Source: an optimization exercise on an open RTL-to-GDS flow (aim: small area and a short achievable clock period). Production flows keep margins and buffers that such runs may drop.
Function was checked by simulation only, so behaviour that the tests miss may differ from the original.
Power and IR drop assume default switching activity.

==> flow/design.v (excerpt) <==
module trail_core (
    input  wire        clk,
    input  wire        rst,
    input  wire [7:0]  cfg_filt_n,
    input  wire [1:0]  cfg_decode,    
    input  wire        cfg_invert,
    input  wire [4:0]  cfg_pint,      
    input  wire [23:0] cfg_still,     
    input  wire        enc_a,
    input  wire        enc_b,
    input  wire        preset,        
    input  wire [55:0] preset_val,
    output wire [63:0] pos,
    output wire [31:0] spd,
    output wire [1:0]  spd_state,     
    output wire        speed_valid,
    output wire        dir,           
    output wire        illegal,       
    output wire [15:0] illegal_cnt
);
    localparam [1:0] ST_STILL    = 2'd0;
    localparam [1:0] ST_STARTING = 2'd1;
    localparam [1:0] ST_RUNNING  = 2'd2;
    localparam [1:0] ST_REVERSED = 2'd3;
    localparam [1:0] OP_HOLD  = 2'd0;
    localparam [1:0] OP_ZERO  = 2'd1;
    localparam [1:0] OP_MEAS  = 2'd2;
    localparam [1:0] OP_DECAY = 2'd3;
    localparam [23:0] DT_MAX = 24'hffffff;
    integer h, i, j;
    reg [7:0] nm1;        
    reg [1:0] dec;
    reg       inv;
    reg [4:0] pint;
    always @(posedge clk) begin
        nm1  <= (cfg_filt_n < 8'd2) ? 8'd1 : cfg_filt_n - 8'd1;
        dec  <= cfg_decode;
        inv  <= cfg_invert;
  ...
==> flow/config.mk <==
export PLATFORM = sky130hd
export DESIGN_NAME = trail_core
export DESIGN_NICKNAME = trail_core
export VERILOG_FILES = /design/flow/design.v
export SDC_FILE = /design/flow/constraint.sdc
export NUM_CORES = 4
export LEC_CHECK = 0
export ABC_AREA = 1
export CAP_MARGIN = 20
export CORE_MARGIN = 2
export CORE_UTILIZATION = 70
export SLEW_MARGIN = 20
==> flow/constraint.sdc <==
create_clock -name core_clock -period 220.0 [get_ports {clk}]
set_input_delay 44.0000 -clock core_clock [delete_from_list [all_inputs] [get_ports {clk}]]
set_output_delay 44.0000 -clock core_clock [all_outputs]
set_load 0.01 [all_outputs]
run.sh (not shown) runs the stock make flow with config.mk's settings and CLKGATE_MAP_FILE= SYNTH_SCRIPT=/design/flow/synth_recipe.tcl, a recipe that flattens the netlist after the stock synthesis.
The baseline produced a clean layout.
Edit:
Settings changed: ABC_AREA 1 to default, CORE_UTILIZATION 70 to 40.
=> The new run ran to the end with no violations; area after synthesis rose by about 0.4%; routed wire length came out higher by about 5%; worst hold slack got worse by 53 ps; utilization is lower by 32 points; clock-buffer cell count goes up by 2; global-route usage falls by 14 points; critical path depth went down by 2; cell area goes up by about 3.3%; register-to-register slack gets worse by 5300 ps; cell count came out higher by about 0.32%; first-iteration DRC count goes down by 22%.
Edit:
Settings changed: ABC_AREA from default to 1, CORE_UTILIZATION 40 to 70, CTS_CLUSTER_DIAMETER from default to 120, CTS_CLUSTER_SIZE from default to 25, GPL_TIMING_DRIVEN from default to 0.
Result:
- first-iteration DRC count rises by 69%
- design area falls by 4.2%
- global-route usage rises by 17 points
- combinational power is about the same
- worst setup slack gets better by 860 ps
- maximum frequency rises by 1.8%
- final cell count rises by 0.86%
- die area falls by 43%
Edit:
Settings changed: GPL_TIMING_DRIVEN 0 to default.
The changed run finished clean.
Count of clock-buffer cells in the layout does not change.
Worst setup slack gets worse by 690 ps.
Via count falls by 4.7%.
Area after synthesis does not change.
Wire length falls by 11%.

* * *

Another version of the RTL of trail_core (not shown whole).
Size in the first run: roughly 9200 cells after synthesis, roughly 220 I/O pins, ~0.080 mm^2 of cells after synthesis.
Design trail_core, start of the top module:
module trail_core (
    input  wire        clk,
    input  wire        rst,
    input  wire [7:0]  cfg_filt_n,
    input  wire [1:0]  cfg_decode,    
    input  wire        cfg_invert,
    input  wire [4:0]  cfg_pint,      
    input  wire [23:0] cfg_still,     
    input  wire        enc_a,
    input  wire        enc_b,
    input  wire        preset,        
    input  wire [55:0] preset_val,
    output wire [63:0] pos,
    output wire [31:0] spd,
    output wire [1:0]  spd_state,     
    output wire        speed_valid,
    output wire        dir,           
    output wire        illegal,       
    output wire [15:0] illegal_cnt
);
clock: 220.0 ns
lec_check: 0
abc_area: 1
cap_margin: 30
core_margin: 2
core_utilization: 70
cts_cluster_diameter: 120
cts_cluster_size: 25
slew_margin: 50
The baseline ran to the end with no violations.
Next try:
CAP_MARGIN = 20   (was 30)
SLEW_MARGIN = 20   (was 50)
What happened: Count of clock-buffer cells in the layout fell by 1. Via count stays flat. Final cell count is about the same. Utilization came out lower by 0.18 points. First-iteration DRC count rose by 5.0%. Hold slack got worse by 0.0077 ns. Power hardly moves. Routed wire length is higher by 0.33%. Cell area hardly moves.

## static timing again, ports no longer ideal
The flow's constraints put no driver on any port. The routed layouts listed below were extracted and timed again, unchanged, in two steps.
Step 1 sets driving cells, clkbuf_16 on the clock port and buf_2 on the other inputs (assumed; they add their load-dependent delay and slew).
Step 2, shift: input delay + t, output delay - t, t = (earliest + latest rising clock arrival at the registers) / 2. This alone moves slack from input paths to output paths.
a / b / c = ideal / step 1 / step 2; a / b = the first two.
| run | t (ns) | setup slack, ns | worst setup path after step 2 | worst slew at a driven data input, ns | cell pins on the clock port's net |
|---|---|---|---|---|---|
| the first run of note 1 | 0.802 | 172.224 / 172.235 / 171.433 | input to register | 0.11 | 1 |
| the second run of note 1 | 0.825 | 172.111 / 172.122 / 171.297 | input to register | 0.20 | 1 |
| the third run of note 1 | 0.772 | 172.966 / 172.979 / 172.208 | input to register | 0.10 | 1 |
| the fourth run of note 1 | 0.769 | 172.279 / 172.297 / 171.528 | input to register | 0.10 | 1 |
| the first run of note 2 | 0.774 | 172.132 / 172.182 / 171.409 | input to register | 0.09 | 1 |
| the second run of note 2 | 0.792 | 171.823 / 171.871 / 171.079 | input to register | 0.08 | 1 |
After both steps setup and hold are still met in every run listed. The setup slack of the second run of note 1, which loses most, moves by +0.011 ns with the drivers and by -0.814 ns with both steps.
